Background: an optimization exercise with open tools, aiming at small area, a short achievable clock period and few clock cycles per item. Do not read the settings as production practice.
RTL that was checked went through simulation tests only; none was proved equivalent to the original.
The RTL of run 2 was laid out without a check of its function.

[flow/design.v]
module limiter (
    input  wire        clk,
    input  wire        rst,
    input  wire [5:0]  la,         
    input  wire        in_valid,
    output wire        in_ready,
    input  wire [31:0] x,          
    input  wire [30:0] thr,        
    input  wire [30:0] k,          
    output wire        out_valid,
    input  wire        out_ready,
    output wire [31:0] y,          
    output wire [28:0] gr          
);
    localparam [28:0] ONE = 29'h1000_0000;       
    localparam [27:0] CUTS = (28'd1 << 5) | (28'd1 << 10) | (28'd1 << 15) | (28'd1 << 20) | (28'd1 << 25);
    function integer stage_start;
        input integer r;
        integer j;
        begin
            stage_start = 0;
            for (j = 1; j < r; j = j + 1)
                if (CUTS[j]) stage_start = j;
        end
    endfunction
    reg  [5:0]  la_r;
    reg  [29:0] mrec_r;          
    reg  [2:0]  lsh_r;           
    reg  [29:0] mrec;
    reg  [2:0]  lsh;
    always @(*) begin
        case (la)
        6'd0:  begin mrec = 30'd536870912;  lsh = 3'd0; end
        6'd1:  begin mrec = 30'd536870912;  lsh = 3'd1; end
        6'd2:  begin mrec = 30'd715827883;  lsh = 3'd2; end
        6'd3:  begin mrec = 30'd536870912;  lsh = 3'd2; end
        6'd4:  begin mrec = 30'd858993460;  lsh = 3'd3; end
        6'd5:  begin mrec = 30'd715827883;  lsh = 3'd3; end
        6'd6:  begin mrec = 30'd613566757;  lsh = 3'd3; end
        6'd7:  begin mrec = 30'd536870912;  lsh = 3'd3; end
        6'd8:  begin mrec = 30'd954437177;  lsh = 3'd4; end
        6'd9:  begin mrec = 30'd858993460;  lsh = 3'd4; end
        6'd10: begin mrec = 30'd780903145;  lsh = 3'd4; end
        6'd11: begin mrec = 30'd715827883;  lsh = 3'd4; end
        6'd12: begin mrec = 30'd660764200;  lsh = 3'd4; end
        6'd13: begin mrec = 30'd613566757;  lsh = 3'd4; end
        6'd14: begin mrec = 30'd572662307;  lsh = 3'd4; end
        6'd15: begin mrec = 30'd536870912;  lsh = 3'd4; end
        6'd16: begin mrec = 30'd1010580541; lsh = 3'd5; end
        6'd17: begin mrec = 30'd954437177;  lsh = 3'd5; end
        6'd18: begin mrec = 30'd904203642;  lsh = 3'd5; end
        6'd19: begin mrec = 30'd858993460;  lsh = 3'd5; end
        6'd20: begin mrec = 30'd818089009;  lsh = 3'd5; end
        6'd21: begin mrec = 30'd780903145;  lsh = 3'd5; end
        6'd22: begin mrec = 30'd746950835;  lsh = 3'd5; end
        6'd23: begin mrec = 30'd715827883;  lsh = 3'd5; end
        6'd24: begin mrec = 30'd687194768;  lsh = 3'd5; end
        6'd25: begin mrec = 30'd660764200;  lsh = 3'd5; end
        6'd26: begin mrec = 30'd636291452;  lsh = 3'd5; end
        6'd27: begin mrec = 30'd613566757;  lsh = 3'd5; end
        6'd28: begin mrec = 30'd592409283;  lsh = 3'd5; end
        6'd29: begin mrec = 30'd572662307;  lsh = 3'd5; end
        6'd30: begin mrec = 30'd554189329;  lsh = 3'd5; end
        6'd31: begin mrec = 30'd536870912;  lsh = 3'd5; end
        default: begin mrec = 30'd1041204193; lsh = 3'd6; end
        endcase
    end
    always @(posedge clk) begin
        la_r   <= la;
        mrec_r <= mrec;
        lsh_r  <= lsh;
    end
    wire pipe_adv;               
    wire loop_adv;               
    wire [31:0] ax_in = x[31] ? 32'd0 - x : x;
    wire [31:0] na0 = ax_in;
    wire [31:0] nt0 = {1'b0, thr};
    wire        z16 = ~|na0[31:16];
    wire [31:0] na1 = z16 ? {na0[15:0], 16'd0} : na0;
    wire [31:0] nt1 = z16 ? {nt0[15:0], 16'd0} : nt0;
    wire        z8  = ~|na1[31:24];
    wire [31:0] na2 = z8  ? {na1[23:0], 8'd0} : na1;
    wire [31:0] nt2 = z8  ? {nt1[23:0], 8'd0} : nt1;
    wire        z4  = ~|na2[31:28];
    wire [31:0] na3 = z4  ? {na2[27:0], 4'd0} : na2;
    wire [31:0] nt3 = z4  ? {nt2[27:0], 4'd0} : nt2;
    wire        z2  = ~|na3[31:30];
    wire [31:0] na4 = z2  ? {na3[29:0], 2'd0} : na3;
    wire [31:0] nt4 = z2  ? {nt3[29:0], 2'd0} : nt3;
    wire        z1  = ~na4[31];
    wire [31:0] na5 = z1  ? {na4[30:0], 1'd0} : na4;
    wire [31:0] nt5 = z1  ? {nt4[30:0], 1'd0} : nt4;
    reg         i_v, i_big;
    reg  [5:0]  i_x;             
    reg  [31:0] i_an, i_bn;
    reg  [30:0] i_k;
    always @(posedge clk) begin
        if (rst)
            i_v <= 1'b0;
        else if (pipe_adv)
            i_v <= in_valid;
        if (pipe_adv) begin
            i_x   <= {x[31], z16, z8, z4, z2, z1};
            i_k   <= k;
            i_big <= ax_in > {1'b0, thr};
            i_bn  <= na5;
            i_an  <= nt5;
        end
    end
    wire        rv  [0:28];
    wire [5:0]  rx  [0:28];
    wire [30:0] rk  [0:28];
    wire        rbg [0:28];
    wire [31:0] rbn [0:28];
    wire [34:0] rs  [0:28];
    wire [34:0] rc  [0:28];
    wire [27:0] rqp [0:28];
    wire [27:0] rqn [0:28];
    wire [28:0] rQ  [0:28];
    wire [28:0] rQM [0:28];
    wire [27:0] rDP [0:28];
    wire [27:0] rDN [0:28];
    genvar gi;
    generate
        for (gi = 0; gi < 28; gi = gi + 1) begin : row
            wire        v_i, bg_i;
            wire [5:0]  x_i;
            wire [31:0] bn_i;
            wire [30:0] k_i;
            wire [34:0] s_i, c_i;
            wire [27:0] qp_i, qn_i;
            wire [28:0] Q_i, QM_i;
            wire [27:0] dp_i, dn_i;
            if (gi == 0) begin : first
                assign v_i = i_v; assign x_i = i_x; assign k_i = i_k; assign bg_i = i_big;
                assign bn_i = i_bn; assign s_i = {3'b000, i_an}; assign c_i = 35'd0;
                assign qp_i = 28'd0; assign qn_i = 28'd0;
                assign Q_i = 29'd0; assign QM_i = 29'h1000_0000;
                assign dp_i = 28'd0; assign dn_i = 28'd0;
            end else if (CUTS[gi]) begin : cut
                localparam integer A  = stage_start(gi);
                localparam integer A2 = stage_start(A);
                localparam [28:0] UO = 29'd1 << (28 - A2);
                localparam [28:0] UN = 29'd1 << (28 - A);
                wire [28:0] dd   = {1'b0, rDP[gi]} - {1'b0, rDN[gi]};
                wire [28:0] dlo  = dd & (UO - 29'd1);
                wire [28:0] base = dd[28] ? rQM[gi] : rQ[gi];
                wire [28:0] cq   = base | dlo;
                wire [28:0] cqm  = (dd == 29'd0) ? (rQM[gi] | (UO - UN)) : (base | (dlo - UN));
                reg  [28:0] Q_q;
                reg  [27:0] dp_q, dn_q;
                reg        v_q, bg_q;
                reg [5:0]  x_q;
                reg [31:0] bn_q;
                reg [30:0] k_q;
                reg [34:0] s_q, c_q;
                always @(posedge clk) begin
                    if (rst)
                        v_q <= 1'b0;
                    else if (pipe_adv)
                        v_q <= rv[gi];
                    if (pipe_adv) begin
                        x_q <= rx[gi]; k_q <= rk[gi]; bg_q <= rbg[gi]; bn_q <= rbn[gi];
                        s_q <= rs[gi]; c_q <= rc[gi]; Q_q <= cq;
                        dp_q <= rqp[gi]; dn_q <= rqn[gi];
                    end
                end
                assign v_i = v_q; assign x_i = x_q; assign k_i = k_q; assign bg_i = bg_q;
                assign bn_i = bn_q; assign s_i = s_q; assign c_i = c_q;
                assign qp_i = 28'd0; assign qn_i = 28'd0;
                assign Q_i = Q_q; assign QM_i = Q_q - UN;
                assign dp_i = dp_q; assign dn_i = dn_q;
            end else begin : pass
                assign v_i = rv[gi]; assign x_i = rx[gi]; assign k_i = rk[gi]; assign bg_i = rbg[gi];
                assign bn_i = rbn[gi]; assign s_i = rs[gi]; assign c_i = rc[gi];
                assign qp_i = rqp[gi]; assign qn_i = rqn[gi];
                assign Q_i = rQ[gi]; assign QM_i = rQM[gi];
                assign dp_i = rDP[gi]; assign dn_i = rDN[gi];
            end
            wire [34:0] s2  = {s_i[33:0], 1'b0};
            wire [34:0] c2  = {c_i[33:0], 1'b0};
            wire        qpos, qneg;
            if (gi == 0 || CUTS[gi]) begin : direct
                wire [3:0] est = s2[34:31] + c2[34:31];
                assign qpos = ~est[3];
                assign qneg = est[3] & ~(&est[2:0]);
            end else begin : spec
                assign qpos = row[gi-1].pp_p ? row[gi-1].np_p : row[gi-1].pn_p ? row[gi-1].nn_p : row[gi-1].nz_p;
                assign qneg = row[gi-1].pp_p ? row[gi-1].np_n : row[gi-1].pn_p ? row[gi-1].nn_n : row[gi-1].nz_n;
            end
            wire        pp_p = qpos;
            wire        pn_p = qneg;
            wire [34:0] op  = qpos ? ~{3'b000, bn_i} : (qneg ? {3'b000, bn_i} : 35'd0);
            wire [34:0] cy  = (s2 & c2) | (s2 & op) | (c2 & op);
            wire [34:0] opp = ~{3'b000, bn_i};
            wire [34:0] opn = {3'b000, bn_i};
            wire [34:0] sp_ = s2 ^ c2 ^ opp;
            wire [34:0] cp_ = (s2 & c2) | (s2 & opp) | (c2 & opp);
            wire [34:0] sn_ = s2 ^ c2 ^ opn;
            wire [34:0] cn_ = (s2 & c2) | (s2 & opn) | (c2 & opn);
            wire [34:0] sz_ = s2 ^ c2;
            wire [34:0] cz_ = s2 & c2;
            wire [3:0]  ep  = sp_[33:30] + cp_[32:29];
            wire [3:0]  en  = sn_[33:30] + cn_[32:29];
            wire [3:0]  ez  = sz_[33:30] + cz_[32:29];
            wire        np_p = ~ep[3], np_n = ep[3] & ~(&ep[2:0]);
            wire        nn_p = ~en[3], nn_n = en[3] & ~(&en[2:0]);
            wire        nz_p = ~ez[3], nz_n = ez[3] & ~(&ez[2:0]);
            assign rv[gi+1]  = v_i;
            assign rx[gi+1]  = x_i;
            assign rk[gi+1]  = k_i;
            assign rbg[gi+1] = bg_i;
            assign rbn[gi+1] = bn_i;
            assign rs[gi+1]  = s2 ^ c2 ^ op;
            assign rc[gi+1]  = {cy[33:0], qpos};
            assign rqp[gi+1] = qp_i | ({27'd0, qpos} << (27 - gi));
            assign rqn[gi+1] = qn_i | ({27'd0, qneg} << (27 - gi));
            assign rQ[gi+1]  = Q_i;
            assign rQM[gi+1] = QM_i;
            assign rDP[gi+1] = dp_i;
            assign rDN[gi+1] = dn_i;
        end
    endgenerate
    localparam integer AE  = stage_start(28);
    localparam integer AE2 = stage_start(AE);
    localparam [28:0] UOE2 = 29'd1 << (28 - AE2);
    localparam [28:0] UOE  = 29'd1 << (28 - AE);
    wire [28:0] ed   = {1'b0, rDP[28]} - {1'b0, rDN[28]};
    wire [28:0] elo  = ed & (UOE2 - 29'd1);
    wire [28:0] ebas = ed[28] ? rQM[28] : rQ[28];
    wire [28:0] eq   = ebas | elo;
    wire [28:0] eqm  = (ed == 29'd0) ? (rQM[28] | (UOE2 - UOE)) : (ebas | (elo - UOE));
    wire [34:0] wfin = rs[28] + rc[28];
    wire        wneg = wfin[34];
    wire [28:0] fd   = {1'b0, rqp[28]} - {1'b0, rqn[28]};
    wire [28:0] flo  = fd & (UOE - 29'd1);
    wire [28:0] fbas = fd[28] ? eqm : eq;
    wire [28:0] fq   = fbas | flo;
    wire [28:0] fqm  = (fd == 29'd0) ? (eqm | (UOE - 29'd1)) : (fbas | (flo - 29'd1));
    wire [28:0] gn_d = rbg[28] ? {1'b0, (wneg ? fqm[27:0] : fq[27:0])} : ONE;
    wire [31:0] x_mag = rbn[28] >> rx[28][4:0];
    wire [31:0] x_rec = rx[28][5] ? 32'd0 - x_mag : x_mag;
    reg         p_v, p_bg;
    reg  [31:0] p_x;
    reg  [30:0] p_k;
    reg  [31:0] p_kp;            
    reg  [28:0] p_gn;
    always @(posedge clk) begin
        if (rst)
            p_v <= 1'b0;
        else if (pipe_adv)
            p_v <= rv[28];
        if (pipe_adv) begin
            p_x   <= x_rec;
            p_k   <= rk[28];
            p_kp  <= 32'h8000_0000 - {1'b0, rk[28]};
            p_bg  <= rbg[28];
            p_gn  <= gn_d;
        end
    end
    reg  [28:0] g, s, t;
    reg  [5:0]  h;
    reg         qdone;
    reg         qa;              
    reg  [28:0] dnum_r;
    reg  [29:0] qp;              
    reg         y_v;             
    reg  [31:0] leave_r;
    reg         o_v;
    reg  [31:0] o_y;
    reg  [28:0] o_g;
    wire        out_free = ~o_v | out_ready;
    wire        lt       = p_gn < g;
    wire        need_q   = lt & ~qdone;
    assign loop_adv = p_v & ~need_q & (~y_v | out_free);
    assign pipe_adv = ~p_v | loop_adv;
    assign in_ready = pipe_adv & ~rst;
    wire [28:0] dnum  = g - p_gn + {23'd0, la_r};
    wire [29:0] qsh   = qp >> lsh_r;
    wire [28:0] qv    = qsh[28:0];
    wire [60:0] rel;
    lim_mul_rel u_rel (.a(qa ? dnum_r : g), .b(qa ? {2'b00, mrec_r} : p_kp),
                       .c(qa ? 59'd0 : {p_k, 28'd0}), .p(rel));
    wire [28:0] g_rel = rel[59:31];
    wire        use_q = qdone && (qv > s);
    wire [28:0] s1  = use_q ? qv : s;
    wire [28:0] t1  = (qdone && p_gn < t) ? p_gn : t;
    wire [29:0] gms = {1'b0, g} - {1'b0, s};
    wire [29:0] gmq = {1'b0, g} - {1'b0, qv};
    wire        hs  = gms[29] || ((gms[28:0] <= t) && (!qdone || gms[28:0] <= p_gn));
    wire        hq  = gmq[29] || ((gmq[28:0] <= t) && (gmq[28:0] <= p_gn));
    wire        hit = hs || (qdone && hq);
    wire [29:0] gs  = use_q ? gmq : gms;
    wire        s1nz = qdone || (s != 29'd0);      
    wire [5:0]  h1 = p_bg ? la_r + 6'd1 : h;
    wire [31:0] x_cur = p_x;
    wire [4:0]  segsel = (la_r[5]) ? 5'b11111 : la_r[4:0];
    wire        seg_e  = la_r[5];
    reg  [31:0] l0 [0:0];
    reg  [31:0] l1 [0:1];
    reg  [31:0] l2 [0:3];
    reg  [31:0] l3 [0:7];
    reg  [31:0] l4 [0:15];
    reg  [31:0] l5 [0:0];
    wire [31:0] c0 = x_cur;
    wire [31:0] c1 = segsel[0] ? l0[0]  : c0;
    wire [31:0] c2 = segsel[1] ? l1[1]  : c1;
    wire [31:0] c3 = segsel[2] ? l2[3]  : c2;
    wire [31:0] c4 = segsel[3] ? l3[7]  : c3;
    wire [31:0] c5 = segsel[4] ? l4[15] : c4;
    wire [31:0] c6 = seg_e     ? l5[0]  : c5;
    reg  [5:0]  fill;            
    wire [31:0] leave = (fill >= la_r) ? c6 : 32'd0;
    integer i;
    always @(posedge clk) begin
        if (loop_adv) begin
            l0[0] <= c0;
            l1[0] <= c1;
            for (i = 1; i < 2; i = i + 1) l1[i] <= l1[i-1];
            l2[0] <= c2;
            for (i = 1; i < 4; i = i + 1) l2[i] <= l2[i-1];
            l3[0] <= c3;
            for (i = 1; i < 8; i = i + 1) l3[i] <= l3[i-1];
            l4[0] <= c4;
            for (i = 1; i < 16; i = i + 1) l4[i] <= l4[i-1];
            l5[0] <= c5;
            leave_r <= leave;
        end
        if (rst)
            fill <= 6'd0;
        else if (loop_adv && fill != 6'd32)
            fill <= fill + 6'd1;
    end
    always @(posedge clk) begin
        if (rst) begin
            g     <= ONE;
            s     <= 29'd0;
            t     <= ONE;
            h     <= 6'd0;
            qdone <= 1'b0;
            qa    <= 1'b0;
            y_v   <= 1'b0;
        end else begin
            if (p_v && need_q && !qa) begin
                qa     <= 1'b1;
                dnum_r <= dnum;
            end
            if (qa) begin
                qa    <= 1'b0;
                qp    <= rel[58:29];
                qdone <= 1'b1;
            end
            if (loop_adv) begin
                qdone <= 1'b0;
                if (s1nz) begin
                    h <= h1;
                    if (hit) begin
                        g <= t1;
                        s <= 29'd0;
                        t <= ONE;
                    end else begin
                        g <= gs[28:0];
                        s <= s1;
                        t <= t1;
                    end
                end else if (h1 != 6'd0) begin
                    h <= h1 - 6'd1;
                end else begin
                    h <= h1;
                    g <= g_rel;
                end
            end
            if (loop_adv)
                y_v <= 1'b1;
            else if (out_free)
                y_v <= 1'b0;
        end
    end
    wire [61:0] yprod;
    lim_mul_y u_y (.a(leave_r), .b(g), .p(yprod));
    always @(posedge clk) begin
        if (rst)
            o_v <= 1'b0;
        else if (y_v && out_free)
            o_v <= 1'b1;
        else if (out_ready)
            o_v <= 1'b0;
        if (y_v && out_free) begin
            o_y <= yprod[59:28];
            o_g <= g;
        end
    end
    assign out_valid = o_v;
    assign y         = o_y;
    assign gr        = o_g;
endmodule
module lim_mul_rel (input wire [28:0] a, input wire [31:0] b, input wire [58:0] c, output wire [60:0] p);
    wire [34:0] bx = {2'd0, b, 1'b0};
    wire [30:0] a1 = {1'b0, 1'b0, a};
    wire [30:0] a2 = {1'b0, a, 1'b0};
    wire [2:0] d0 = bx[2:0];
    wire one0 = d0[0] ^ d0[1];
    wire two0 = (d0 == 3'b011) | (d0 == 3'b100);
    wire neg0 = d0[2] & ~(d0 == 3'b111);
    wire [30:0] r0 = ({31{one0}} & a1 | {31{two0}} & a2) ^ {31{neg0}};
    wire [60:0] t0 = {30'd0, ~r0[30], r0[29:0]} << 0;
    wire [2:0] d1 = bx[4:2];
    wire one1 = d1[0] ^ d1[1];
    wire two1 = (d1 == 3'b011) | (d1 == 3'b100);
    wire neg1 = d1[2] & ~(d1 == 3'b111);
    wire [30:0] r1 = ({31{one1}} & a1 | {31{two1}} & a2) ^ {31{neg1}};
    wire [60:0] t1 = {30'd0, ~r1[30], r1[29:0]} << 2;
    wire [2:0] d2 = bx[6:4];
    wire one2 = d2[0] ^ d2[1];
    wire two2 = (d2 == 3'b011) | (d2 == 3'b100);
    wire neg2 = d2[2] & ~(d2 == 3'b111);
    wire [30:0] r2 = ({31{one2}} & a1 | {31{two2}} & a2) ^ {31{neg2}};
    wire [60:0] t2 = {30'd0, ~r2[30], r2[29:0]} << 4;
    wire [2:0] d3 = bx[8:6];
    wire one3 = d3[0] ^ d3[1];
    wire two3 = (d3 == 3'b011) | (d3 == 3'b100);
    wire neg3 = d3[2] & ~(d3 == 3'b111);
    wire [30:0] r3 = ({31{one3}} & a1 | {31{two3}} & a2) ^ {31{neg3}};
    wire [60:0] t3 = {30'd0, ~r3[30], r3[29:0]} << 6;
    wire [2:0] d4 = bx[10:8];
    wire one4 = d4[0] ^ d4[1];
    wire two4 = (d4 == 3'b011) | (d4 == 3'b100);
    wire neg4 = d4[2] & ~(d4 == 3'b111);
    wire [30:0] r4 = ({31{one4}} & a1 | {31{two4}} & a2) ^ {31{neg4}};
    wire [60:0] t4 = {30'd0, ~r4[30], r4[29:0]} << 8;
    wire [2:0] d5 = bx[12:10];
    wire one5 = d5[0] ^ d5[1];
    wire two5 = (d5 == 3'b011) | (d5 == 3'b100);
    wire neg5 = d5[2] & ~(d5 == 3'b111);
    wire [30:0] r5 = ({31{one5}} & a1 | {31{two5}} & a2) ^ {31{neg5}};
    wire [60:0] t5 = {30'd0, ~r5[30], r5[29:0]} << 10;
    wire [2:0] d6 = bx[14:12];
    wire one6 = d6[0] ^ d6[1];
    wire two6 = (d6 == 3'b011) | (d6 == 3'b100);
    wire neg6 = d6[2] & ~(d6 == 3'b111);
    wire [30:0] r6 = ({31{one6}} & a1 | {31{two6}} & a2) ^ {31{neg6}};
    wire [60:0] t6 = {30'd0, ~r6[30], r6[29:0]} << 12;
    wire [2:0] d7 = bx[16:14];
    wire one7 = d7[0] ^ d7[1];
    wire two7 = (d7 == 3'b011) | (d7 == 3'b100);
    wire neg7 = d7[2] & ~(d7 == 3'b111);
    wire [30:0] r7 = ({31{one7}} & a1 | {31{two7}} & a2) ^ {31{neg7}};
    wire [60:0] t7 = {30'd0, ~r7[30], r7[29:0]} << 14;
    wire [2:0] d8 = bx[18:16];
    wire one8 = d8[0] ^ d8[1];
    wire two8 = (d8 == 3'b011) | (d8 == 3'b100);
    wire neg8 = d8[2] & ~(d8 == 3'b111);
    wire [30:0] r8 = ({31{one8}} & a1 | {31{two8}} & a2) ^ {31{neg8}};
    wire [60:0] t8 = {30'd0, ~r8[30], r8[29:0]} << 16;
    wire [2:0] d9 = bx[20:18];
    wire one9 = d9[0] ^ d9[1];
    wire two9 = (d9 == 3'b011) | (d9 == 3'b100);
    wire neg9 = d9[2] & ~(d9 == 3'b111);
    wire [30:0] r9 = ({31{one9}} & a1 | {31{two9}} & a2) ^ {31{neg9}};
    wire [60:0] t9 = {30'd0, ~r9[30], r9[29:0]} << 18;
    wire [2:0] d10 = bx[22:20];
    wire one10 = d10[0] ^ d10[1];
    wire two10 = (d10 == 3'b011) | (d10 == 3'b100);
    wire neg10 = d10[2] & ~(d10 == 3'b111);
    wire [30:0] r10 = ({31{one10}} & a1 | {31{two10}} & a2) ^ {31{neg10}};
    wire [60:0] t10 = {30'd0, ~r10[30], r10[29:0]} << 20;
    wire [2:0] d11 = bx[24:22];
    wire one11 = d11[0] ^ d11[1];
    wire two11 = (d11 == 3'b011) | (d11 == 3'b100);
    wire neg11 = d11[2] & ~(d11 == 3'b111);
    wire [30:0] r11 = ({31{one11}} & a1 | {31{two11}} & a2) ^ {31{neg11}};
    wire [60:0] t11 = {30'd0, ~r11[30], r11[29:0]} << 22;
    wire [2:0] d12 = bx[26:24];
    wire one12 = d12[0] ^ d12[1];
    wire two12 = (d12 == 3'b011) | (d12 == 3'b100);
    wire neg12 = d12[2] & ~(d12 == 3'b111);
    wire [30:0] r12 = ({31{one12}} & a1 | {31{two12}} & a2) ^ {31{neg12}};
    wire [60:0] t12 = {30'd0, ~r12[30], r12[29:0]} << 24;
    wire [2:0] d13 = bx[28:26];
    wire one13 = d13[0] ^ d13[1];
    wire two13 = (d13 == 3'b011) | (d13 == 3'b100);
    wire neg13 = d13[2] & ~(d13 == 3'b111);
    wire [30:0] r13 = ({31{one13}} & a1 | {31{two13}} & a2) ^ {31{neg13}};
    wire [60:0] t13 = {30'd0, ~r13[30], r13[29:0]} << 26;
    wire [2:0] d14 = bx[30:28];
    wire one14 = d14[0] ^ d14[1];
    wire two14 = (d14 == 3'b011) | (d14 == 3'b100);
    wire neg14 = d14[2] & ~(d14 == 3'b111);
    wire [30:0] r14 = ({31{one14}} & a1 | {31{two14}} & a2) ^ {31{neg14}};
    wire [60:0] t14 = {30'd0, ~r14[30], r14[29:0]} << 28;
    wire [2:0] d15 = bx[32:30];
    wire one15 = d15[0] ^ d15[1];
    wire two15 = (d15 == 3'b011) | (d15 == 3'b100);
    wire neg15 = d15[2] & ~(d15 == 3'b111);
    wire [30:0] r15 = ({31{one15}} & a1 | {31{two15}} & a2) ^ {31{neg15}};
    wire [60:0] t15 = {30'd0, ~r15[30], r15[29:0]} << 30;
    wire [2:0] d16 = bx[34:32];
    wire one16 = d16[0] ^ d16[1];
    wire two16 = (d16 == 3'b011) | (d16 == 3'b100);
    wire neg16 = d16[2] & ~(d16 == 3'b111);
    wire [30:0] r16 = ({31{one16}} & a1 | {31{two16}} & a2) ^ {31{neg16}};
    wire [60:0] t16 = {30'd0, r16} << 32;
    wire [60:0] nv = ({60'd0, neg0} << 0) | ({60'd0, neg1} << 2) | ({60'd0, neg2} << 4) | ({60'd0, neg3} << 6) | ({60'd0, neg4} << 8) | ({60'd0, neg5} << 10) | ({60'd0, neg6} << 12) | ({60'd0, neg7} << 14) | ({60'd0, neg8} << 16) | ({60'd0, neg9} << 18) | ({60'd0, neg10} << 20) | ({60'd0, neg11} << 22) | ({60'd0, neg12} << 24) | ({60'd0, neg13} << 26) | ({60'd0, neg14} << 28) | ({60'd0, neg15} << 30) | ({60'd0, neg16} << 32);
    assign p = t0 + t1 + t2 + t3 + t4 + t5 + t6 + t7 + t8 + t9 + t10 + t11 + t12 + t13 + t14 + t15 + t16 + nv + 61'd768614336762478592 + {2'd0, c};
endmodule
module lim_mul_y (input wire [31:0] a, input wire [28:0] b, output wire [61:0] p);
    wire [30:0] bx = {1'd0, b, 1'b0};
    wire [33:0] a1 = {a[31], a[31], a};
    wire [33:0] a2 = {a[31], a, 1'b0};
    wire [2:0] d0 = bx[2:0];
    wire one0 = d0[0] ^ d0[1];
    wire two0 = (d0 == 3'b011) | (d0 == 3'b100);
    wire neg0 = d0[2] & ~(d0 == 3'b111);
    wire [33:0] r0 = ({34{one0}} & a1 | {34{two0}} & a2) ^ {34{neg0}};
    wire [61:0] t0 = {28'd0, ~r0[33], r0[32:0]} << 0;
    wire [2:0] d1 = bx[4:2];
    wire one1 = d1[0] ^ d1[1];
    wire two1 = (d1 == 3'b011) | (d1 == 3'b100);
    wire neg1 = d1[2] & ~(d1 == 3'b111);
    wire [33:0] r1 = ({34{one1}} & a1 | {34{two1}} & a2) ^ {34{neg1}};
    wire [61:0] t1 = {28'd0, ~r1[33], r1[32:0]} << 2;
    wire [2:0] d2 = bx[6:4];
    wire one2 = d2[0] ^ d2[1];
    wire two2 = (d2 == 3'b011) | (d2 == 3'b100);
    wire neg2 = d2[2] & ~(d2 == 3'b111);
    wire [33:0] r2 = ({34{one2}} & a1 | {34{two2}} & a2) ^ {34{neg2}};
    wire [61:0] t2 = {28'd0, ~r2[33], r2[32:0]} << 4;
    wire [2:0] d3 = bx[8:6];
    wire one3 = d3[0] ^ d3[1];
    wire two3 = (d3 == 3'b011) | (d3 == 3'b100);
    wire neg3 = d3[2] & ~(d3 == 3'b111);
    wire [33:0] r3 = ({34{one3}} & a1 | {34{two3}} & a2) ^ {34{neg3}};
    wire [61:0] t3 = {28'd0, ~r3[33], r3[32:0]} << 6;
    wire [2:0] d4 = bx[10:8];
    wire one4 = d4[0] ^ d4[1];
    wire two4 = (d4 == 3'b011) | (d4 == 3'b100);
    wire neg4 = d4[2] & ~(d4 == 3'b111);
    wire [33:0] r4 = ({34{one4}} & a1 | {34{two4}} & a2) ^ {34{neg4}};
    wire [61:0] t4 = {28'd0, ~r4[33], r4[32:0]} << 8;
    wire [2:0] d5 = bx[12:10];
    wire one5 = d5[0] ^ d5[1];
    wire two5 = (d5 == 3'b011) | (d5 == 3'b100);
    wire neg5 = d5[2] & ~(d5 == 3'b111);
    wire [33:0] r5 = ({34{one5}} & a1 | {34{two5}} & a2) ^ {34{neg5}};
    wire [61:0] t5 = {28'd0, ~r5[33], r5[32:0]} << 10;
    wire [2:0] d6 = bx[14:12];
    wire one6 = d6[0] ^ d6[1];
    wire two6 = (d6 == 3'b011) | (d6 == 3'b100);
    wire neg6 = d6[2] & ~(d6 == 3'b111);
    wire [33:0] r6 = ({34{one6}} & a1 | {34{two6}} & a2) ^ {34{neg6}};
    wire [61:0] t6 = {28'd0, ~r6[33], r6[32:0]} << 12;
    wire [2:0] d7 = bx[16:14];
    wire one7 = d7[0] ^ d7[1];
    wire two7 = (d7 == 3'b011) | (d7 == 3'b100);
    wire neg7 = d7[2] & ~(d7 == 3'b111);
    wire [33:0] r7 = ({34{one7}} & a1 | {34{two7}} & a2) ^ {34{neg7}};
    wire [61:0] t7 = {28'd0, ~r7[33], r7[32:0]} << 14;
    wire [2:0] d8 = bx[18:16];
    wire one8 = d8[0] ^ d8[1];
    wire two8 = (d8 == 3'b011) | (d8 == 3'b100);
    wire neg8 = d8[2] & ~(d8 == 3'b111);
    wire [33:0] r8 = ({34{one8}} & a1 | {34{two8}} & a2) ^ {34{neg8}};
    wire [61:0] t8 = {28'd0, ~r8[33], r8[32:0]} << 16;
    wire [2:0] d9 = bx[20:18];
    wire one9 = d9[0] ^ d9[1];
    wire two9 = (d9 == 3'b011) | (d9 == 3'b100);
    wire neg9 = d9[2] & ~(d9 == 3'b111);
    wire [33:0] r9 = ({34{one9}} & a1 | {34{two9}} & a2) ^ {34{neg9}};
    wire [61:0] t9 = {28'd0, ~r9[33], r9[32:0]} << 18;
    wire [2:0] d10 = bx[22:20];
    wire one10 = d10[0] ^ d10[1];
    wire two10 = (d10 == 3'b011) | (d10 == 3'b100);
    wire neg10 = d10[2] & ~(d10 == 3'b111);
    wire [33:0] r10 = ({34{one10}} & a1 | {34{two10}} & a2) ^ {34{neg10}};
    wire [61:0] t10 = {28'd0, ~r10[33], r10[32:0]} << 20;
    wire [2:0] d11 = bx[24:22];
    wire one11 = d11[0] ^ d11[1];
    wire two11 = (d11 == 3'b011) | (d11 == 3'b100);
    wire neg11 = d11[2] & ~(d11 == 3'b111);
    wire [33:0] r11 = ({34{one11}} & a1 | {34{two11}} & a2) ^ {34{neg11}};
    wire [61:0] t11 = {28'd0, ~r11[33], r11[32:0]} << 22;
    wire [2:0] d12 = bx[26:24];
    wire one12 = d12[0] ^ d12[1];
    wire two12 = (d12 == 3'b011) | (d12 == 3'b100);
    wire neg12 = d12[2] & ~(d12 == 3'b111);
    wire [33:0] r12 = ({34{one12}} & a1 | {34{two12}} & a2) ^ {34{neg12}};
    wire [61:0] t12 = {28'd0, ~r12[33], r12[32:0]} << 24;
    wire [2:0] d13 = bx[28:26];
    wire one13 = d13[0] ^ d13[1];
    wire two13 = (d13 == 3'b011) | (d13 == 3'b100);
    wire neg13 = d13[2] & ~(d13 == 3'b111);
    wire [33:0] r13 = ({34{one13}} & a1 | {34{two13}} & a2) ^ {34{neg13}};
    wire [61:0] t13 = {28'd0, ~r13[33], r13[32:0]} << 26;
    wire [2:0] d14 = bx[30:28];
    wire one14 = d14[0] ^ d14[1];
    wire two14 = (d14 == 3'b011) | (d14 == 3'b100);
    wire neg14 = d14[2] & ~(d14 == 3'b111);
    wire [33:0] r14 = ({34{one14}} & a1 | {34{two14}} & a2) ^ {34{neg14}};
    wire [61:0] t14 = {28'd0, ~r14[33], r14[32:0]} << 28;
    wire [61:0] nv = ({61'd0, neg0} << 0) | ({61'd0, neg1} << 2) | ({61'd0, neg2} << 4) | ({61'd0, neg3} << 6) | ({61'd0, neg4} << 8) | ({61'd0, neg5} << 10) | ({61'd0, neg6} << 12) | ({61'd0, neg7} << 14) | ({61'd0, neg8} << 16) | ({61'd0, neg9} << 18) | ({61'd0, neg10} << 20) | ({61'd0, neg11} << 22) | ({61'd0, neg12} << 24) | ({61'd0, neg13} << 26) | ({61'd0, neg14} << 28);
    assign p = t0 + t1 + t2 + t3 + t4 + t5 + t6 + t7 + t8 + t9 + t10 + t11 + t12 + t13 + t14 + nv + 62'd1537228675672440832;
endmodule
[flow/run.sh]
#!/bin/bash
# synth_recipe.tcl (not shown) runs the flow's synth.tcl, then flattens the netlist and writes it again
# the make line also repeats each setting of config.mk as NAME=value (left out here)
make -C /OpenROAD-flow-scripts/flow DESIGN_CONFIG=/design/flow/config.mk WORK_HOME=/design/flow/orfs CLKGATE_MAP_FILE= SYNTH_SCRIPT=/design/flow/synth_recipe.tcl finish
[flow/config.mk]
export PLATFORM = sky130hd
export DESIGN_NAME = limiter
export DESIGN_NICKNAME = limiter
export VERILOG_FILES = /design/flow/design.v
export SDC_FILE = /design/flow/constraint.sdc
export NUM_CORES = 4
export LEC_CHECK = 0
export CAP_MARGIN = 20
export CORE_MARGIN = 2
export CORE_UTILIZATION = 40
export CTS_BUF_LIST = sky130_fd_sc_hd__clkbuf_4 sky130_fd_sc_hd__clkbuf_8
export SETUP_SLACK_MARGIN = 4.0
export SLEW_MARGIN = 20
[flow/constraint.sdc]
create_clock -name core_clock -period 13.0 [get_ports {clk}]
set_input_delay 2.6000 -clock core_clock [delete_from_list [all_inputs] [get_ports {clk}]]
set_output_delay 2.6000 -clock core_clock [all_outputs]
set_load 0.01 [all_outputs]
==> impl_metrics.yaml, run 1 <==
cts:
  cts_buffers: 400
  clkSlewWorstSetupHoldPaths_ns: 0.06
  clock_path_buffers: 4
  htreeDepth: 5
  cts_tree: "built"
  root_buffer: "clkbuf_8"
  clock_latency_on_the_worst_skew_pair_ns: 1.23
  clkSinkCount: 2328
floorplan:
  chipHeight_um: 687
  num_ports: 167
  fp.dieArea_um2: 472000
  die_x_extent_um: 687
  placeableCoreArea_um2: 464000
  std_cell_rows: 250
  initial_utilization_pct: 40.2
detailed_routing:
  vias: 127406
  wirelength_um: 517000
  drt-wirelength-per-cell_um: 22.0
  detail_route.first_pass.iterations: 6
  drc_errors: 0
  post_drt_via_cell_ratio: 5.43
  route.antenna.remaining_nets: 0
  drtIter0Drc: 11305
synth:
  yosys-top-cells-area: "edfxtp_1, fa_1, ha_1, xnor2_1, inv_1"
  async_reset_ff_share_pct: 0
  seq_area_frac_synth_pct: 36.6
  ys_dominant_reg_cell: "edfxtp_1"
  yosys_warnings: 7
  synth_cells: 16839
  post_synth_num_cell_types: 105
  synthesized_netlist_net_count: 19981
  synthMostInstantiatedCell: "inv_1"
  synth_enable_flop_cells: 2180
  yosysTopAreaCellShare_pct: 35.0
  synth_common_cells: "inv_1, edfxtp_1, fa_1"
  cell_taking_the_most_area_after_synthesis: "edfxtp_1"
  synth_area_um2: 187000
  synth_area_per_cell_um2: 11.1
  synth.ff_latch_count: 2328
worst_setup_path:
  crit_slowest_cell: "fa_2"
  r2r_start: "row[5].c_i[30]"
  r2r.worst_path.cells: 38
  end_kind: "register"
  cpPeakStageDelay_ns: 0.59
  critical_path_class: "reg2reg"
  r2r-end: "row[10].genblk1.cut.s_q[3]"
  worst-endpoint-arrival_ns: 9.58
  critical_path.max_fanout: 8
  critical_path.n_buffers_inverters: 7
  data_required_time_at_the_worst_endpoint_ns: 13.76
  critical_path.most_common_cell: "fa_2"
  family_of_cells_with_the_greatest_summed_delay_on_the_critical_path: "adder cells"
  cp-start-kind: "register"
placed_design:
  port-buffer-count: 166
  detailedPlacementHpwl_um: 368000
  routabilityCongestion: 0.933
final_layout:
  area_added_between_synthesis_and_finish_pct: 12.1
  number_of_nets_in_the_layout: 20093
  post_route_cells_drive_above_1_share_pct: 12.5
  finish.utilization_pct: 45.1
worst_hold_path:
  min_delay_path_depth: 0
  worst_hold_startpoint: "l3[4][26]"
  hold_end: "l3[5][26]"
  worstHoldPathType: "reg2reg"
timing:
  rsz_0062_raised_after_global_routing: "yes"
  report.final.slew_viol_count: 0
  setup_viol: 0
  finalHoldViolations: 0
  clock.fmax_mhz: 113
  post-route-period-util_pct: 67.9
  clock-skew-final_ns: 0.178
  relSlewSlack_pct: 15.4
  period_needed_ns: 8.82
  worst-slew-pin-transition_ns: 1.27
grt:
  grt_pass1_wl_um: 777000
  first_global_vias: 128541
  antenna_violations_before_repair: 18
  globalRouteOverflowTotal: 0
  grt_max_degree: 208
  grt_util_all_layers_pct: 21.1
run_status:
  run_status: "timing/DRC/antenna clean"
flow_run:
  max_cap_violations: 0
[sequential cells by signal, summed over array words and instances (netlist names), 30 cells and up]
signal	cells
l0	32
l3	256
p_x	32
l4	512
i_k	31
l5	32
i_bn	32
row.genblk1.cut.x_q	30
l2	128
rQ	50
l1	64
leave_r	32
i_an	32
row.genblk1.cut.s_q	170
row.genblk1.cut.bn_q	160
qp	30
row.genblk1.cut.k_q	155
p_kp	32
row.c_i	165
o_y	32
p_k	30
[layout by cell type, fill, tap and decap left out, drive strengths merged, types with 99 or more instances in the layout]
master,netlist,final
a21o,259,259
a21oi,883,883
a22oi,885,885
buf,131,560
clkbuf,924,551
clkdlybuf4s50,0,163
clkinv,13,158
dfxtp,148,148
edfxtp,2180,2180
fa,1799,1799
ha,1239,1239
inv,2259,2249
mux2,263,269
mux2i,338,338
nand2,951,951
nand2b,136,136
nand3,195,195
nor2,741,743
nor2b,99,99
nor3,141,141
o21ai,773,773
xnor2,1009,1009
xor2,368,368
[layout make-up]
| cell class | count | area (µm²) |
|---|---|---|
| clock inverter | 199 | 1740 |
| inverter | 2272 | 8690 |
| tap | 6174 | 7720 |
| clock buffer | 531 | 6580 |
| antenna | 6 | 15.0 |
| fill | 43109 | 255000 |
| sequential | 2328 | 68500 |
| multi-input combinational | 11199 | 109000 |
| timing repair buffer | 750 | 7430 |
[worst reg2reg max path: cells and delay by family (launching register included)]
| family | cells | cell delay, ns |
|---|---|---|
| adders and majority gates | 9 | 3.87 |
| AOI/OAI and AO/OA | 11 | 1.59 |
| and+or+nand+nor | 8 | 1.38 |
| buffers and inverters | 7 | 0.75 |
| xor gates and xnor gates | 3 | 0.54 |
| DFF | 1 | 0.41 |
[repair_timing]
item / in CTS / in global routing
hold endpoints to repair: 0 / 0
endpoints found under the setup margin: 434 / 417
gates cloned: 17 / 32
hold buffers: 0 / 0
resized for setup: 342 / 436
pin swaps: 43 / 174
setup buffers: 98 / 173
[per-layer routing]
metal,routed length [µm],global-route usage (%)
met5,13,0
met4,20300,8.11
met3,32800,2.95
met2,246000,34.6
met1,218000,28.3
[how the worst max path moves through the flow]
stage                                start                          end  slack, ns  cells past startpoint
2_1_floorplan                    out_ready                      i_an[0]      -5.85                      6
3_3_place_gp   row[20].genblk1.cut.s_q[31]  row[25].genblk1.cut.s_q[18]       2.13                     37
3_5_place_dp               row[20].c_i[31]  row[25].genblk1.cut.s_q[11]       2.05                     37
4_1_cts                    row[15].c_i[32]  row[20].genblk1.cut.s_q[28]       3.97                     39
5_1_grt                    row[15].c_i[31]  row[20].genblk1.cut.s_q[18]       3.90                     40
6_report                    row[5].c_i[30]   row[10].genblk1.cut.s_q[3]       4.18                     38
[through the flow]
stage	hold slack, ns	worst slack (ns)	cells	setup TNS (ns)	instance area (µm²)
after floorplan	0.400	-5.85	16839	-8999.83	187000
after global placement	0.400	2.13	22401	0	195000
after detailed placement	0.405	2.05	22401	0	195000
after CTS	0.292	3.97	23246	0	206000
after global routing	0.267	3.90	23456	0	209000
final	0.263	4.18	23459	0	209000
[logic make-up after synthesis]
group                    after synthesis  synth area share, %
AO/OA/AOI/OAI                       3431                 11.8
XOR/XNOR                            1396                 6.69
adder cells (fa/ha/maj)             3038                 27.6
buffers and inverters               3329                 6.76
flip-flops                          2328                 36.6
multiplexers                         651                 4.00
other                                  1              0.00201
AND/OR/NAND/NOR                     2665                 6.56
Testbench counts, summed over its fixed seeds: cycles 12,836, items 12,000.
==> run 2: changes to the inputs <==
==> flow/design.v (replaced) <==
module limiter (
    input  wire        clk,
    input  wire        rst,
    input  wire [5:0]  la,         
    input  wire        in_valid,
    output wire        in_ready,
    input  wire [31:0] x,          
    input  wire [30:0] thr,        
    input  wire [30:0] k,          
    output wire        out_valid,
    input  wire        out_ready,
    output wire [31:0] y,          
    output wire [28:0] gr          
);
    localparam [28:0] ONE = 29'h1000_0000;       
    localparam [2:0] S_IDLE = 3'd0,
                     S_GN   = 3'd1,
                     S_CHK  = 3'd2,
                     S_SDIV = 3'd3,
                     S_UPD  = 3'd4,
                     S_MUL  = 3'd5,
                     S_DONE = 3'd6;
    reg [2:0]  state;
    reg [28:0] g, s, t;
    reg [5:0]  h;
    reg [31:0] line [0:31];
    reg [31:0] r_x;
    reg [30:0] r_k;
    reg [28:0] gn;
    reg signed [31:0] r_y;
    reg [32:0] dv_r;        
    reg [31:0] dv_d;        
    reg [28:0] dv_q;        
    reg [4:0]  dv_cnt;
    wire [33:0] dv_sub = {dv_r, 1'b0} - {2'b00, dv_d};
    wire        dv_fit = ~dv_sub[33];
    wire [31:0] ax    = x[31] ? -x : x;
    wire [6:0]  la1   = {1'b0, la} + 7'd1;
    wire [28:0] one_m_g = ONE - g;
    wire [59:0] rel_p   = one_m_g * r_k;
    wire [28:0] g_rel   = g + rel_p[59:31];
    wire [5:0]  la_m1   = la - 6'd1;
    wire [31:0] x_leave = (la == 6'd0) ? r_x : line[la_m1[4:0]];
    wire signed [61:0] y_p = $signed(x_leave) * $signed({1'b0, g});
    integer i;
    always @(posedge clk) begin
        if (rst) begin
            state <= S_IDLE;
            g     <= ONE;
            s     <= 29'd0;
            t     <= ONE;
            h     <= 6'd0;
            for (i = 0; i < 32; i = i + 1)
                line[i] <= 32'd0;
        end else begin
            case (state)
            S_IDLE:
                if (in_valid) begin
                    r_x  <= x;
                    r_k  <= k;
                    if (ax <= {1'b0, thr}) begin
                        gn    <= ONE;
                        state <= S_CHK;
                    end else begin
                        dv_r   <= {2'b00, thr};
                        dv_d   <= ax;
                        dv_q   <= 29'd0;
                        dv_cnt <= 5'd28;
                        state  <= S_GN;
                    end
                end
            S_GN:
                if (dv_cnt != 5'd0) begin
                    dv_r   <= dv_fit ? dv_sub[32:0] : {dv_r[31:0], 1'b0};
                    dv_q   <= {dv_q[27:0], dv_fit};
                    dv_cnt <= dv_cnt - 5'd1;
                end else begin
                    gn    <= dv_q;
                    state <= S_CHK;
                end
            S_CHK: begin
                if (gn < ONE)
                    h <= la1[5:0];
                if (gn < g) begin
                    dv_r   <= 33'd0;
                    dv_d   <= {25'd0, la1};
                    dv_q   <= (g - gn) + {23'd0, la};
                    dv_cnt <= 5'd29;
                    state  <= S_SDIV;
                end else begin
                    state  <= S_UPD;
                end
            end
            S_SDIV:
                if (dv_cnt != 5'd0) begin
                    dv_r   <= (({dv_r[31:0], dv_q[28]}) >= {1'b0, dv_d})
                              ? ({dv_r[31:0], dv_q[28]} - {1'b0, dv_d})
                              : {dv_r[31:0], dv_q[28]};
                    dv_q   <= {dv_q[27:0],
                               (({dv_r[31:0], dv_q[28]}) >= {1'b0, dv_d})};
                    dv_cnt <= dv_cnt - 5'd1;
                end else begin
                    if (dv_q > s) s <= dv_q;
                    if (gn < t)   t <= gn;
                    state <= S_UPD;
                end
            S_UPD: begin
                if (s != 29'd0) begin
                    if (g - s <= t || s > g) begin
                        g <= t;
                        s <= 29'd0;
                        t <= ONE;
                    end else begin
                        g <= g - s;
                    end
                end else if (h != 6'd0) begin
                    h <= h - 6'd1;
                end else begin
                    g <= g_rel;
                end
                state <= S_MUL;
            end
            S_MUL: begin
                r_y <= y_p[59:28];
                line[0] <= r_x;
                for (i = 1; i < 32; i = i + 1)
                    line[i] <= line[i - 1];
                state <= S_DONE;
            end
            S_DONE:
                if (out_ready)
                    state <= S_IDLE;
            default:
                state <= S_IDLE;
            endcase
        end
    end
    assign in_ready  = (state == S_IDLE);
    assign out_valid = (state == S_DONE);
    assign y         = r_y;
    assign gr        = g;
endmodule
--- a/flow/config.mk
+++ b/flow/config.mk
@@ -8,6 +8,4 @@
 export CAP_MARGIN = 20
 export CORE_MARGIN = 2
 export CORE_UTILIZATION = 40
-export CTS_BUF_LIST = sky130_fd_sc_hd__clkbuf_4 sky130_fd_sc_hd__clkbuf_8
-export SETUP_SLACK_MARGIN = 4.0
 export SLEW_MARGIN = 20
==> impl_metrics.yaml, run 2 <==
synth:
  cell_taking_the_most_area_after_synthesis: "fa_1"
  main_combinational_cell_family_by_area_after_synthesis: "adder cells"
  yosys_warnings: 2
  synth_compound_gate_area_share_pct: 13.1
  yosysTopAreaCellShare_pct: 27.8
  yosys-top-cells-area: "fa_1, dfxtp_1, nand2_1, ha_1, inv_1"
  synth_area_per_cell_um2: 8.50
  synthMostInstantiatedCell: "nand2_1"
  post_synth_num_cell_types: 101
  synth_enable_flop_cells: 223
  synth_area_um2: 126000
  synthSimpleGateAreaFrac_pct: 17.7
  synthesized_netlist_net_count: 17396
  synthMuxAreaShare_pct: 0.335
  fraction_of_synthesized_cell_area_in_xor_and_xnor_cells_pct: 1.65
  synth_cells: 14823
  synthAdderAreaFrac_pct: 35.0
  ys_dominant_reg_cell: "dfxtp_1"
  async_reset_ff_share_pct: 0
  synth.ff_latch_count: 1343
  synth_common_cells: "nand2_1, inv_1, fa_1"
  seq_area_frac_synth_pct: 23.1
timing:
  period_needed_ns: 12.79
  finalHoldViolations: 0
  fin_setup_tns_ns: 0
  relSlewSlack_pct: 20.8
  worst-slew-pin-transition_ns: 1.19
  report.final.slew_viol_count: 0
  setup_viol: 0
  clock.fmax_mhz: 78.2
  post-route-period-util_pct: 98.4
  clock-skew-final_ns: 0.0939
detailed_routing:
  post_drt_via_cell_ratio: 5.39
  wirelength_um: 413000
  detail_route.first_pass.iterations: 9
  drc_errors: 0
  drtIter0Drc: 9941
  vias: 104201
  drt-wirelength-per-cell_um: 21.4
  route.antenna.remaining_nets: 0
final_layout:
  leading_cell_type_in_the_layout_fill_and_taps_excluded: "nand2_1"
  post_route_cells_drive_above_1_share_pct: 8.91
  nFillCells: 30531
  reg.largest.list: "line x1024, dv_r x33"
  area_added_between_synthesis_and_finish_pct: 13.9
  largest-register: "line"
  layoutNonFillerInstCount: 19343
  number_of_nets_in_the_layout: 17620
  largest_register_ffs: 1024
  most-common-layout-cells: "nand2_1, inv_1, fa_1"
placed_design:
  port-buffer-count: 166
  placed_cells_incl_taps: 19035
  detailedPlacementHpwl_um: 311000
  routabilityCongestion: 0.949
cts:
  clock_path_buffers: 4
  clock_latency_on_the_worst_skew_pair_ns: 0.89
  htreeDepth: 4
  cts_tree: "built"
  clkSinkCount: 1343
  clkSlewWorstSetupHoldPaths_ns: 0.06
  cts_buffers: 161
  root_buffer: "clkbuf_16"
worst_setup_path:
  critical_path.most_common_cell: "fa_1"
  crit_slowest_cell: "fa_1"
  cpPeakStageDelay_ns: 0.62
  data_required_time_at_the_worst_endpoint_ns: 13.60
  critical_path.max_fanout: 15
  worst-endpoint-arrival_ns: 13.39
  end_kind: "register"
  critical_path_class: "in2reg"
  cp-start-kind: "input port"
floorplan:
  std_cell_rows: 206
  die_x_extent_um: 565
  initial_utilization_pct: 40.1
  placeableCoreArea_um2: 314000
  num_ports: 167
  fp.dieArea_um2: 319000
  chipHeight_um: 565
run_status:
  run_status: "timing/DRC/antenna clean"
grt:
  first_global_vias: 105569
  met2_usage_pct: 42.7
  globalRouteOverflowTotal: 0
  gr-usage-met1_pct: 34.2
  grt_util_all_layers_pct: 25.9
  grt.busiest_layer: "met2"
  grt_max_degree: 225
  routing_usage_on_met3_pct: 3.78
  grt_pass1_wl_um: 640000
  antenna_violations_before_repair: 13
worst_hold_path:
  worstHoldPathType: "reg2reg"
flow_run:
  max_cap_violations: 0
[run 2: cell count changes in the layout (fill, tap and decap cells not counted), moves of 300 or more]
cell,previous run,this run
ha_1,1201,719
dfxtp_1,134,1091
nand2_1,939,3413
xnor2_1,1000,146
xor2_1,362,62
clkbuf_8,416,26
o21ai_0,666,210
edfxtp_1,2180,223
a21oi_1,824,1373
nor2_1,705,236
a22oi_1,878,204
and2_1,35,807
[run 2: repair_timing]
| action | CTS | global route |
|---|---|---|
| setup buffers | 4 | 4 |
| gates cloned | 0 | 1 |
| gates resized for setup | 1 | 45 |
| hold buffers | 0 | 0 |
| pin swaps | 1 | 13 |
| hold endpoints to repair | 0 | 0 |
| setup endpoints to repair | 1 | 28 |
[run 2: path summary, 6_finish.rpt]
kind,startpoint,end,cells after the start
min,line[15][27],line[16][27],2
max,la[1],r_y[31],41
max reg2reg,g[2],g[27],45
min reg2reg,line[15][27],line[16][27],2
[run 2: cell type report]
| class | instances | area [µm²] | area share (%) |
|---|---|---|---|
| diodes | 12 | 30.0 | 0.0209 |
| clock buffers | 232 | 4730 | 3.30 |
| clock inverters | 55 | 694 | 0.484 |
| inverters | 2069 | 7770 | 5.42 |
| multi-input cells | 10443 | 86400 | 60.2 |
| flip-flops and latches | 1343 | 29200 | 20.3 |
| well taps | 4160 | 5200 | 3.63 |
| repair buffers | 1029 | 9490 | 6.61 |
[run 2: layer usage]
layer  share of wire, %  vias to the layer above
met3                7.2                      876
met4                4.7                        4
met2                 47                     3699
met1                 41                    51952
li1                   -                    47670
met5             0.0065                        -
[run 2: kinds of logic (layout without fill, tap and decap cells)]
logic type	after synthesis	after routing
AND/OR/NAND/NOR	5049	5049
adder cells (fa/ha/maj)	2470	2470
other	0	12
flip-flops	1343	1343
XOR/XNOR	236	236
buffers and inverters	3037	3385
AO/OA/AOI/OAI	2649	2649
multiplexers	39	39
[run 2: worst max-delay path: cells and delay by family]
kind                       cells  cell delay (ns)
adders and majority gates     10             4.58
AOI/OAI and AO/OA             12             2.47
buffers and inverters          9             2.06
xor gates and xnor gates       2             0.23
and+or+nand+nor                8             1.40
[run 2: through the flow]
stage / setup WS [ns] / cell area, µm² / util, % / hold WS [ns]
2_1_floorplan: 0.125 / 126000 / - / 0.432
3_3_place_gp: -1.15 / 138000 / 43.8 / 0.442
3_5_place_dp: -0.853 / 138000 / 43.8 / 0.444
4_1_cts: 0.000563 / 143000 / 45.6 / 0.405
5_1_grt: -0.0218 / 143000 / 45.7 / 0.430
6_report: 0.209 / 143000 / 45.7 / 0.390

-- static timing again, ports no longer ideal --
How much do the figures lean on ideal ports? The routed layouts below were timed once more, with nothing changed but the port constraints. Step 1 assumes that a clkbuf_16 drives the clock port and a buf_2 every other input. Step 2 moves the port delays by t, midway between the first and last clock arrival at a register: inputs arrive t later, outputs are due t later. That takes back most of the time a late clock gives input paths. Three values: ideal ports, drivers, drivers and shift; two values: the first two.
run | t, ns | setup slack, ns | worst hold slack (ns) | cell pins on the clock port's net
run 1 | 1.238 | 4.177 / 4.177 / 3.359 | 0.263 / 0.263 / 0.263 | 1
run 2 | 0.953 | 0.209 / 0.125 / -0.828 | 0.390 / 0.390 / 0.390 | 1
With both steps, setup timing fails in run 2, where it was met with ideal ports. The setup slack of run 2, which loses most, moves by -0.084 ns with the drivers and by -1.037 ns with both steps.
